Background: an optimization exercise with open tools, aiming at small area, a short achievable clock period and few clock cycles per item. Do not read the settings as production practice. The RTL was checked by simulation tests, not by an equivalence proof against the original design.

===== design/flow/design.v =====
module sgl_flit_rx (
  input  wire        clk,
  input  wire        rst,            
  input  wire        in_valid,
  input  wire [63:0] in_data,        
  output wire        in_ready,
  output wire        out_valid,
  output wire [63:0] out_data,       
  output wire        out_last,       
  output wire        out_pass,       
  output wire        out_fec_ok,     
  output wire [2:0]  out_corr,       
  output wire [23:0] out_corr_pos    
);
  localparam [63:0] CRC_POLY = 64'h42F0_E1EB_A9EA_3693;
  localparam [1:0] S_RX  = 2'd0;
  localparam [1:0] S_DEC = 2'd1;
  localparam [1:0] S_OUT = 2'd2;
  function automatic [7:0] gf_mul2(input [7:0] a);
    gf_mul2 = {a[6:0], 1'b0} ^ (a[7] ? 8'h1D : 8'h00);
  endfunction
  function automatic [7:0] gf_log(input [7:0] a);
    case (a)
      8'd1: gf_log = 8'd0;
      8'd2: gf_log = 8'd1;
      8'd3: gf_log = 8'd25;
      8'd4: gf_log = 8'd2;
      8'd5: gf_log = 8'd50;
      8'd6: gf_log = 8'd26;
      8'd7: gf_log = 8'd198;
      8'd8: gf_log = 8'd3;
      8'd9: gf_log = 8'd223;
      8'd10: gf_log = 8'd51;
      8'd11: gf_log = 8'd238;
      8'd12: gf_log = 8'd27;
      8'd13: gf_log = 8'd104;
      8'd14: gf_log = 8'd199;
      8'd15: gf_log = 8'd75;
      8'd16: gf_log = 8'd4;
      8'd17: gf_log = 8'd100;
      8'd18: gf_log = 8'd224;
      8'd19: gf_log = 8'd14;
      8'd20: gf_log = 8'd52;
      8'd21: gf_log = 8'd141;
      8'd22: gf_log = 8'd239;
      8'd23: gf_log = 8'd129;
      8'd24: gf_log = 8'd28;
      8'd25: gf_log = 8'd193;
      8'd26: gf_log = 8'd105;
      8'd27: gf_log = 8'd248;
      8'd28: gf_log = 8'd200;
      8'd29: gf_log = 8'd8;
      8'd30: gf_log = 8'd76;
      8'd31: gf_log = 8'd113;
      8'd32: gf_log = 8'd5;
      8'd33: gf_log = 8'd138;
      8'd34: gf_log = 8'd101;
      8'd35: gf_log = 8'd47;
      8'd36: gf_log = 8'd225;
      8'd37: gf_log = 8'd36;
      8'd38: gf_log = 8'd15;
      8'd39: gf_log = 8'd33;
      8'd40: gf_log = 8'd53;
      8'd41: gf_log = 8'd147;
      8'd42: gf_log = 8'd142;
      8'd43: gf_log = 8'd218;
      8'd44: gf_log = 8'd240;
      8'd45: gf_log = 8'd18;
      8'd46: gf_log = 8'd130;
      8'd47: gf_log = 8'd69;
      8'd48: gf_log = 8'd29;
      8'd49: gf_log = 8'd181;
      8'd50: gf_log = 8'd194;
      8'd51: gf_log = 8'd125;
      8'd52: gf_log = 8'd106;
      8'd53: gf_log = 8'd39;
      8'd54: gf_log = 8'd249;
      8'd55: gf_log = 8'd185;
      8'd56: gf_log = 8'd201;
      8'd57: gf_log = 8'd154;
      8'd58: gf_log = 8'd9;
      8'd59: gf_log = 8'd120;
      8'd60: gf_log = 8'd77;
      8'd61: gf_log = 8'd228;
      8'd62: gf_log = 8'd114;
      8'd63: gf_log = 8'd166;
      8'd64: gf_log = 8'd6;
      8'd65: gf_log = 8'd191;
      8'd66: gf_log = 8'd139;
      8'd67: gf_log = 8'd98;
      8'd68: gf_log = 8'd102;
      8'd69: gf_log = 8'd221;
      8'd70: gf_log = 8'd48;
      8'd71: gf_log = 8'd253;
      8'd72: gf_log = 8'd226;
      8'd73: gf_log = 8'd152;
      8'd74: gf_log = 8'd37;
      8'd75: gf_log = 8'd179;
      8'd76: gf_log = 8'd16;
      8'd77: gf_log = 8'd145;
      8'd78: gf_log = 8'd34;
      8'd79: gf_log = 8'd136;
      8'd80: gf_log = 8'd54;
      8'd81: gf_log = 8'd208;
      8'd82: gf_log = 8'd148;
      8'd83: gf_log = 8'd206;
      8'd84: gf_log = 8'd143;
      8'd85: gf_log = 8'd150;
      8'd86: gf_log = 8'd219;
      8'd87: gf_log = 8'd189;
      8'd88: gf_log = 8'd241;
      8'd89: gf_log = 8'd210;
      8'd90: gf_log = 8'd19;
      8'd91: gf_log = 8'd92;
      8'd92: gf_log = 8'd131;
      8'd93: gf_log = 8'd56;
      8'd94: gf_log = 8'd70;
      8'd95: gf_log = 8'd64;
      8'd96: gf_log = 8'd30;
      8'd97: gf_log = 8'd66;
      8'd98: gf_log = 8'd182;
      8'd99: gf_log = 8'd163;
      8'd100: gf_log = 8'd195;
      8'd101: gf_log = 8'd72;
      8'd102: gf_log = 8'd126;
      8'd103: gf_log = 8'd110;
      8'd104: gf_log = 8'd107;
      8'd105: gf_log = 8'd58;
      8'd106: gf_log = 8'd40;
      8'd107: gf_log = 8'd84;
      8'd108: gf_log = 8'd250;
      8'd109: gf_log = 8'd133;
      8'd110: gf_log = 8'd186;
      8'd111: gf_log = 8'd61;
      8'd112: gf_log = 8'd202;
      8'd113: gf_log = 8'd94;
      8'd114: gf_log = 8'd155;
      8'd115: gf_log = 8'd159;
      8'd116: gf_log = 8'd10;
      8'd117: gf_log = 8'd21;
      8'd118: gf_log = 8'd121;
      8'd119: gf_log = 8'd43;
      8'd120: gf_log = 8'd78;
      8'd121: gf_log = 8'd212;
      8'd122: gf_log = 8'd229;
      8'd123: gf_log = 8'd172;
      8'd124: gf_log = 8'd115;
      8'd125: gf_log = 8'd243;
      8'd126: gf_log = 8'd167;
      8'd127: gf_log = 8'd87;
      8'd128: gf_log = 8'd7;
      8'd129: gf_log = 8'd112;
      8'd130: gf_log = 8'd192;
      8'd131: gf_log = 8'd247;
      8'd132: gf_log = 8'd140;
      8'd133: gf_log = 8'd128;
      8'd134: gf_log = 8'd99;
      8'd135: gf_log = 8'd13;
      8'd136: gf_log = 8'd103;
      8'd137: gf_log = 8'd74;
      8'd138: gf_log = 8'd222;
      8'd139: gf_log = 8'd237;
      8'd140: gf_log = 8'd49;
      8'd141: gf_log = 8'd197;
      8'd142: gf_log = 8'd254;
      8'd143: gf_log = 8'd24;
      8'd144: gf_log = 8'd227;
      8'd145: gf_log = 8'd165;
      8'd146: gf_log = 8'd153;
      8'd147: gf_log = 8'd119;
      8'd148: gf_log = 8'd38;
      8'd149: gf_log = 8'd184;
      8'd150: gf_log = 8'd180;
      8'd151: gf_log = 8'd124;
      8'd152: gf_log = 8'd17;
      8'd153: gf_log = 8'd68;
      8'd154: gf_log = 8'd146;
      8'd155: gf_log = 8'd217;
      8'd156: gf_log = 8'd35;
      8'd157: gf_log = 8'd32;
      8'd158: gf_log = 8'd137;
      8'd159: gf_log = 8'd46;
      8'd160: gf_log = 8'd55;
      8'd161: gf_log = 8'd63;
      8'd162: gf_log = 8'd209;
      8'd163: gf_log = 8'd91;
      8'd164: gf_log = 8'd149;
      8'd165: gf_log = 8'd188;
      8'd166: gf_log = 8'd207;
      8'd167: gf_log = 8'd205;
      8'd168: gf_log = 8'd144;
      8'd169: gf_log = 8'd135;
      8'd170: gf_log = 8'd151;
      8'd171: gf_log = 8'd178;
      8'd172: gf_log = 8'd220;
      8'd173: gf_log = 8'd252;
      8'd174: gf_log = 8'd190;
      8'd175: gf_log = 8'd97;
      8'd176: gf_log = 8'd242;
      8'd177: gf_log = 8'd86;
      8'd178: gf_log = 8'd211;
      8'd179: gf_log = 8'd171;
      8'd180: gf_log = 8'd20;
      8'd181: gf_log = 8'd42;
      8'd182: gf_log = 8'd93;
      8'd183: gf_log = 8'd158;
      8'd184: gf_log = 8'd132;
      8'd185: gf_log = 8'd60;
      8'd186: gf_log = 8'd57;
      8'd187: gf_log = 8'd83;
      8'd188: gf_log = 8'd71;
      8'd189: gf_log = 8'd109;
      8'd190: gf_log = 8'd65;
      8'd191: gf_log = 8'd162;
      8'd192: gf_log = 8'd31;
      8'd193: gf_log = 8'd45;
      8'd194: gf_log = 8'd67;
      8'd195: gf_log = 8'd216;
      8'd196: gf_log = 8'd183;
      8'd197: gf_log = 8'd123;
      8'd198: gf_log = 8'd164;
      8'd199: gf_log = 8'd118;
      8'd200: gf_log = 8'd196;
      8'd201: gf_log = 8'd23;
      8'd202: gf_log = 8'd73;
      8'd203: gf_log = 8'd236;
      8'd204: gf_log = 8'd127;
      8'd205: gf_log = 8'd12;
      8'd206: gf_log = 8'd111;
      8'd207: gf_log = 8'd246;
      8'd208: gf_log = 8'd108;
      8'd209: gf_log = 8'd161;
      8'd210: gf_log = 8'd59;
      8'd211: gf_log = 8'd82;
      8'd212: gf_log = 8'd41;
      8'd213: gf_log = 8'd157;
      8'd214: gf_log = 8'd85;
      8'd215: gf_log = 8'd170;
      8'd216: gf_log = 8'd251;
      8'd217: gf_log = 8'd96;
      8'd218: gf_log = 8'd134;
      8'd219: gf_log = 8'd177;
      8'd220: gf_log = 8'd187;
      8'd221: gf_log = 8'd204;
      8'd222: gf_log = 8'd62;
      8'd223: gf_log = 8'd90;
      8'd224: gf_log = 8'd203;
      8'd225: gf_log = 8'd89;
      8'd226: gf_log = 8'd95;
      8'd227: gf_log = 8'd176;
      8'd228: gf_log = 8'd156;
      8'd229: gf_log = 8'd169;
      8'd230: gf_log = 8'd160;
      8'd231: gf_log = 8'd81;
      8'd232: gf_log = 8'd11;
      8'd233: gf_log = 8'd245;
      8'd234: gf_log = 8'd22;
      8'd235: gf_log = 8'd235;
      8'd236: gf_log = 8'd122;
      8'd237: gf_log = 8'd117;
      8'd238: gf_log = 8'd44;
      8'd239: gf_log = 8'd215;
      8'd240: gf_log = 8'd79;
      8'd241: gf_log = 8'd174;
      8'd242: gf_log = 8'd213;
      8'd243: gf_log = 8'd233;
      8'd244: gf_log = 8'd230;
      8'd245: gf_log = 8'd231;
      8'd246: gf_log = 8'd173;
      8'd247: gf_log = 8'd232;
      8'd248: gf_log = 8'd116;
      8'd249: gf_log = 8'd214;
      8'd250: gf_log = 8'd244;
      8'd251: gf_log = 8'd234;
      8'd252: gf_log = 8'd168;
      8'd253: gf_log = 8'd80;
      8'd254: gf_log = 8'd88;
      8'd255: gf_log = 8'd175;
      default: gf_log = 8'd0;
    endcase
  endfunction
  function automatic [63:0] crc64_word(input [63:0] crc_in, input [63:0] d);
    integer i;
    reg [63:0] c;
    reg        fb;
    begin
      c = crc_in;
      for (i = 63; i >= 0; i = i - 1) begin
        fb = c[63] ^ d[i];
        c  = {c[62:0], 1'b0} ^ (fb ? CRC_POLY : 64'd0);
      end
      crc64_word = c;
    end
  endfunction
  function automatic [7:0] log_sub(input [7:0] a, input [7:0] b);
    log_sub = (a >= b) ? (a - b) : (a + 8'd255 - b);
  endfunction
  reg [1:0]  state;
  reg [4:0]  wcnt;           
  reg [1:0]  ph;             
  reg [63:0] flit_buf [0:30];
  reg [7:0]  syn0 [0:2];     
  reg [7:0]  syn1 [0:2];     
  reg [7:0]  syn2 [0:2];     
  reg [63:0] crc;
  reg [2:0]  corr_vld;
  reg [7:0]  corr_pos [0:2];
  reg [7:0]  corr_val [0:2];
  reg [2:0]  cw_ok;
  wire accept = in_valid && (state == S_RX);
  reg [7:0] n_syn0 [0:2];
  reg [7:0] n_syn1 [0:2];
  reg [7:0] n_syn2 [0:2];
  always @* begin : syn_next
    integer b, c;
    reg [7:0] byte_v;
    for (c = 0; c < 3; c = c + 1) begin
      n_syn0[c] = syn0[c];
      n_syn1[c] = syn1[c];
      n_syn2[c] = syn2[c];
    end
    for (b = 0; b < 8; b = b + 1) begin
      byte_v = in_data[63 - 8*b -: 8];
      c = ({30'd0, ph} + b) % 3;
      n_syn0[c] = n_syn0[c] ^ byte_v;
      n_syn1[c] = gf_mul2(n_syn1[c]) ^ byte_v;
      n_syn2[c] = gf_mul2(gf_mul2(n_syn2[c])) ^ byte_v;
    end
  end
  reg [2:0] d_ok, d_vld;
  reg [7:0] d_pos [0:2];
  always @* begin : decode
    integer c;
    reg [7:0] l0, l1, l2, p, q, n;
    reg       zero, single;
    for (c = 0; c < 3; c = c + 1) begin
      n  = (c == 0) ? 8'd86 : 8'd85;
      l0 = gf_log(syn0[c]);
      l1 = gf_log(syn1[c]);
      l2 = gf_log(syn2[c]);
      p  = log_sub(l1, l0);           
      q  = log_sub(l2, l1);
      if (c == 1) begin               
        zero   = (syn0[c] == 8'd0) && (syn1[c] == 8'd0);
        single = (syn0[c] != 8'd0) && (syn1[c] != 8'd0) && (p < n);
      end else begin                  
        zero   = (syn0[c] == 8'd0) && (syn1[c] == 8'd0) && (syn2[c] == 8'd0);
        single = (syn0[c] != 8'd0) && (syn1[c] != 8'd0) && (syn2[c] != 8'd0)
                 && (q == p) && (p < n);
      end
      d_ok[c]  = zero || single;
      d_vld[c] = single;
      d_pos[c] = 8'd3 * (n - 8'd1 - p) + c[7:0];
    end
  end
  function automatic [63:0] corr_mask(input [4:0] w);
    integer b, c;
    reg [7:0] idx;
    reg [63:0] m;
    begin
      m = 64'd0;
      for (b = 0; b < 8; b = b + 1) begin
        idx = {w, 3'd0} + b[7:0];
        for (c = 0; c < 3; c = c + 1)
          if (corr_vld[c] && corr_pos[c] == idx)
            m[63 - 8*b -: 8] = m[63 - 8*b -: 8] ^ corr_val[c];
      end
      corr_mask = m;
    end
  endfunction
  wire [63:0] word_out = ((wcnt == 5'd31) ? 64'd0 : flit_buf[wcnt]) ^ corr_mask(wcnt);
  wire [63:0] crc_next = crc64_word(crc, word_out);
  wire [63:0] crc_rx   = flit_buf[30] ^ corr_mask(5'd30);
  wire        fec_ok   = &cw_ok;
  reg         out_valid_q;
  reg  [63:0] out_data_q;
  reg         out_last_q;
  reg         out_pass_q;
  always @(posedge clk) begin
    if (rst) begin
      out_valid_q <= 1'b0;
      out_last_q  <= 1'b0;
      out_pass_q  <= 1'b0;
    end else begin
      out_valid_q <= (state == S_OUT);
      out_last_q  <= (state == S_OUT) && (wcnt == 5'd29);
      out_pass_q  <= fec_ok && (~crc_next == crc_rx);
    end
  end
  always @(posedge clk) begin
    out_data_q <= word_out;
  end
  assign in_ready     = (state == S_RX);
  assign out_valid    = out_valid_q;
  assign out_data     = out_data_q;
  assign out_last     = out_last_q;
  assign out_pass     = out_pass_q;
  assign out_fec_ok   = fec_ok;
  assign out_corr     = corr_vld;
  assign out_corr_pos = {corr_pos[2], corr_pos[1], corr_pos[0]};
  integer k;
  always @(posedge clk) begin
    if (accept && wcnt <= 5'd30)
      flit_buf[wcnt] <= in_data;
  end
  always @(posedge clk) begin
    if (rst) begin
      state <= S_RX;
      wcnt  <= 5'd0;
      ph    <= 2'd0;
      crc   <= {64{1'b1}};
      for (k = 0; k < 3; k = k + 1) begin
        syn0[k] <= 8'd0;
        syn1[k] <= 8'd0;
        syn2[k] <= 8'd0;
        corr_pos[k] <= 8'd0;
        corr_val[k] <= 8'd0;
      end
      corr_vld <= 3'd0;
      cw_ok    <= 3'd0;
    end else begin
      case (state)
        S_RX: if (accept) begin
          for (k = 0; k < 3; k = k + 1) begin
            syn0[k] <= n_syn0[k];
            syn1[k] <= n_syn1[k];
            syn2[k] <= n_syn2[k];
          end
          ph <= (ph == 2'd0) ? 2'd2 : ph - 2'd1;
          if (wcnt == 5'd31) begin
            wcnt  <= 5'd0;
            state <= S_DEC;
          end else begin
            wcnt <= wcnt + 5'd1;
          end
        end
        S_DEC: begin
          corr_vld <= d_vld;
          cw_ok    <= d_ok;
          for (k = 0; k < 3; k = k + 1) begin
            corr_pos[k] <= d_pos[k];
            corr_val[k] <= syn0[k];
            syn0[k] <= 8'd0;
            syn1[k] <= 8'd0;
            syn2[k] <= 8'd0;
          end
          ph    <= 2'd0;
          crc   <= {64{1'b1}};
          state <= S_OUT;
        end
        S_OUT: begin
          crc <= crc_next;
          if (wcnt == 5'd29) begin
            wcnt  <= 5'd0;
            state <= S_RX;
          end else begin
            wcnt <= wcnt + 5'd1;
          end
        end
        default: state <= S_RX;
      endcase
    end
  end
endmodule

===== design/flow/run.sh =====
#!/bin/bash
# synth_recipe.tcl (not shown) runs the flow's synth.tcl, then flattens the netlist and writes it again
# the make line also repeats each setting of config.mk as NAME=value (left out here)
make -C /OpenROAD-flow-scripts/flow DESIGN_CONFIG=/design/flow/config.mk WORK_HOME=/design/flow/orfs CLKGATE_MAP_FILE= SYNTH_SCRIPT=/design/flow/synth_recipe.tcl finish

===== design/flow/config.mk =====
export PLATFORM = sky130hd
export DESIGN_NAME = sgl_flit_rx
export DESIGN_NICKNAME = sgl_flit_rx
export VERILOG_FILES = /design/flow/design.v
export SDC_FILE = /design/flow/constraint.sdc
export NUM_CORES = 4
export LEC_CHECK = 0
export CAP_MARGIN = 20
export CORE_MARGIN = 2
export CORE_UTILIZATION = 40
export SLEW_MARGIN = 20

===== design/flow/constraint.sdc =====
create_clock -name core_clock -period 14.0 [get_ports {clk}]
set_input_delay 2.8000 -clock core_clock [delete_from_list [all_inputs] [get_ports {clk}]]
set_output_delay 2.8000 -clock core_clock [all_outputs]
set_load 0.01 [all_outputs]

==> impl_metrics.tcl <==
set metrics [dict create \
    dieWidth_um 625 \
    synth_commonest_cells "edfxtp_1, nand2_1, xnor2_1" \
    synth_seq_cells 2319 \
    start_util 0.401 \
    wirelength_um 679000 \
    finalSetupTns_ps 0 \
    post-place-cells 19200 \
    crit_path_frequent_cell "xnor3_1" \
    core-area_um2 385000 \
    grt_usage 0.336 \
    whs_path_depth 2 \
    cts_setup_buffers 0 \
    cp_data_required_time_ps 14890 \
    nFillCells 35900 \
    fmax_mhz 74.7 \
    final-setup-viol-count 0 \
    grt_max_degree 156 \
    ios 163 \
    via_per_inst 6.57 \
    status "complete, no violations" \
    hold_viol_final 0 \
    syn_area_um2 154000 \
    synthMuxAreaShare 0.101 \
    drtAntennaViolNets 0 \
    ys_top_cells_by_area "edfxtp_1, mux4_2, xnor2_1, dfxtp_1, nand2_1" \
    crit_path_max_incr_delay_ps 780 \
    grt_pass1_wl_um 944000 \
    async_reset_ff_frac 0 \
    yosys.area.top_type "edfxtp_1" \
    worstRegToRegCells 32 \
    period_minus_slack_ps 13380 \
    drv_slew 0 \
    synth_cell_type_count 104 \
    crit_type "reg2reg" \
    skew_ps 138 \
    first_iter_violations 21800 \
    place_hpwl_um 473000 \
    first_pass_iters 8 \
    relSlewSlack 0.108 \
    vias 129000 \
    synth-xor-area-share 0.147 \
    syn_nets 14700 \
    synth_edf_count 1984 \
    seq_area_frac_synth 0.429 \
    cp.depth 32 \
    drc_errors 0 \
    end_kind "flip-flop" \
    insertion_delay_ps 980 \
    stdcell_count 19700 \
    fin_ws_ps 621 \
    worstMarginPinSlew_ps 1300 \
    gp_congestion 1.09 \
    ctsResizeCount 0 \
    antenna_found_initial 52 \
    grt_setup_unrepaired "false" \
    crit_family "XOR/XNOR gates" \
    cts_root_buf "clkbuf_16" \
    num_rows 228 \
    grt_overflow 0 \
    die-area_um2 391000 \
    die_h_um 625 \
    wl_per_cell_um 34.5 \
    drive_above_1_share 0.140 \
    netlist_instances 14400 \
    cp.arrival_ps 14270 \
    hold_buffers 0 \
    synth_top_area_frac 0.386 \
    port_buffers 162 \
    synth_top_family_by_area "compound AO/OA/AOI/OAI gates" \
    area_delta_synth_final_pct 11.0 \
    synth_compound_area_frac 0.162 \
    cts_tree "built" \
    cpMaxStageDelayCell "xnor2_1" \
    clk_path_buf_depth 4 \
    grt_pass1_vias 119000 \
    cp_num_buf_inv 1 \
    cts_buffers 240 \
    fin_nets 14600 \
    cts_num_sinks 2319 \
    period_share 0.956 \
    avgSynthCellArea_um2 10.7 \
    yosys.area_share.adder 0.0168 \
    hold_path.class "reg2reg" \
    crit_fanout 18 \
    path_clk_slew_ps 70 \
    place_ws_ps 381 \
    yosys_warnings 10 \
    synth_simple_gate_area_frac 0.104 \
    synth_flop_cell "edfxtp_1" \
    crit_path_start_kind "flip-flop" \
    max_cap_viol_count 0 \
    synth_most_common_cell "edfxtp_1" \
    htreeDepth 4 \
]
## area by class of cell
| type | count | area (µm²) | area share |
|---|---|---|---|
| Multi-Input combinational cell | 10600 | 82600 | 0.482 |
| Sequential cell | 2319 | 66300 | 0.387 |
| Timing Repair Buffer | 913 | 7270 | 0.0424 |
| Tap cell | 5060 | 6330 | 0.0369 |
| Clock buffer | 295 | 6310 | 0.0368 |
| Clock inverter | 146 | 1510 | 0.00879 |
| Inverter | 278 | 1060 | 0.00620 |
| Antenna cell | 35 | 87.6 | 0.000511 |
## path summary, 6_finish.rpt
kind	start	end	slack (ps)
min reg2reg	cw_ok[0]	cw_ok[0]	480
max reg2reg	wcnt[1]	out_pass_q	620
max	wcnt[1]	out_pass_q	620
min	cw_ok[0]	cw_ok[0]	480
## registers in the layout (all words and copies together) (netlist names), named ones only
| signal | count |
|---|---|
| corr_pos | 24 |
| corr_val | 24 |
| corr_vld | 3 |
| crc | 64 |
| cw_ok | 3 |
| decode.l0 | 8 |
| decode.l1 | 8 |
| decode.l2 | 8 |
| flit_buf | 1984 |
| out_data_q | 64 |
| out_last_q | 1 |
| out_pass_q | 1 |
| out_valid_q | 1 |
| ph | 2 |
| state | 2 |
| syn0 | 24 |
| syn1 | 24 |
| syn2 | 24 |
| wcnt | 5 |
## metrics by stage
step	area (µm²)	util	hold WS, ps
global placement	163000	0.424	463
CTS	171000	0.445	485
finish	171000	0.445	483
detailed placement	163000	0.424	469
global route	171000	0.445	512
floorplan	154000	-	446
## kinds of logic (layout without fill, tap and decap cells)
group                    count (synthesis)  count (layout)
XOR/XNOR                              2093            2093
buffers and inverters                 1486            1632
adder cells (fa/ha/maj)                201             201
AND/OR/NAND/NOR                       3636            3636
multiplexers                           873             873
AO/OA/AOI/OAI                         3810            3810
flip-flops                            2319            2319
other                                    0              35
## per-layer routing
layer | up-vias | routed length, µm | track usage
li1 | 53900 | - | -
met1 | 63900 | 261000 | 0.458
met2 | 9453 | 287000 | 0.494
met3 | 1875 | 83600 | 0.0793
met4 | 28 | 46800 | 0.183
met5 | - | 166 | 0
## placed cells by master, fill, tap and decap left out, drive strengths merged, types with 71 or more instances in the layout
| cell | n |
|---|---|
| mux4 | 547 |
| o22ai | 98 |
| o21ai | 916 |
| o221ai | 73 |
| ha | 187 |
| xor2 | 510 |
| a311oi | 82 |
| nand3 | 297 |
| clkbuf | 295 |
| xnor2 | 1326 |
| o31ai | 98 |
| nand2 | 1437 |
| a22oi | 148 |
| mux2i | 284 |
| a221oi | 88 |
| clkdlybuf4s50 | 102 |
| clkinv | 120 |
| a211oi | 284 |
| inv | 266 |
| edfxtp | 1984 |
| o211ai | 233 |
| dfxtp | 335 |
| nand2b | 74 |
| and2 | 115 |
| buf | 811 |
| xnor3 | 215 |
| nor4 | 71 |
| nor3 | 236 |
| a21oi | 872 |
| a31oi | 166 |
| nor2 | 1034 |
## worst reg2reg max path: cells and delay by family, from the launching register on
family	cells	cell delay (ps)
flip-flops	1	620
adder cells (fa/ha/maj)	2	710
buffers and inverters	1	220
AND/OR/NAND/NOR	9	2570
AO/OA/AOI/OAI	1	250
XOR/XNOR	19	9070
Testbench counts, summed over its fixed seeds: cycles 32,264, flits 512.

re-timing with driven ports:
The results above use ideal ports. As a check the final layout listed here was re-extracted and re-timed, cells and wires unchanged. Step 1: set_driving_cell puts a clkbuf_16 on clk and a buf_2 on each other input, an assumption about the parent block. Step 2 also shifts input and output timing later by t, the mid clock arrival at the registers, as if the neighbouring blocks saw the same clock. Three values: ideal ports, drivers, drivers and shift; two values: the first two.
t, ns: 1.042
setup WS [ns]: 0.621 / 0.621 / -0.105
clock arrival spread, ns: 0.137 / 0.137
worst data-port slew with drivers (ns): 0.31
Met with ideal ports but missed after step 2: setup timing in this run. The setup slack of this run moves by 0.000 ns with the drivers and by -0.726 ns with both steps.
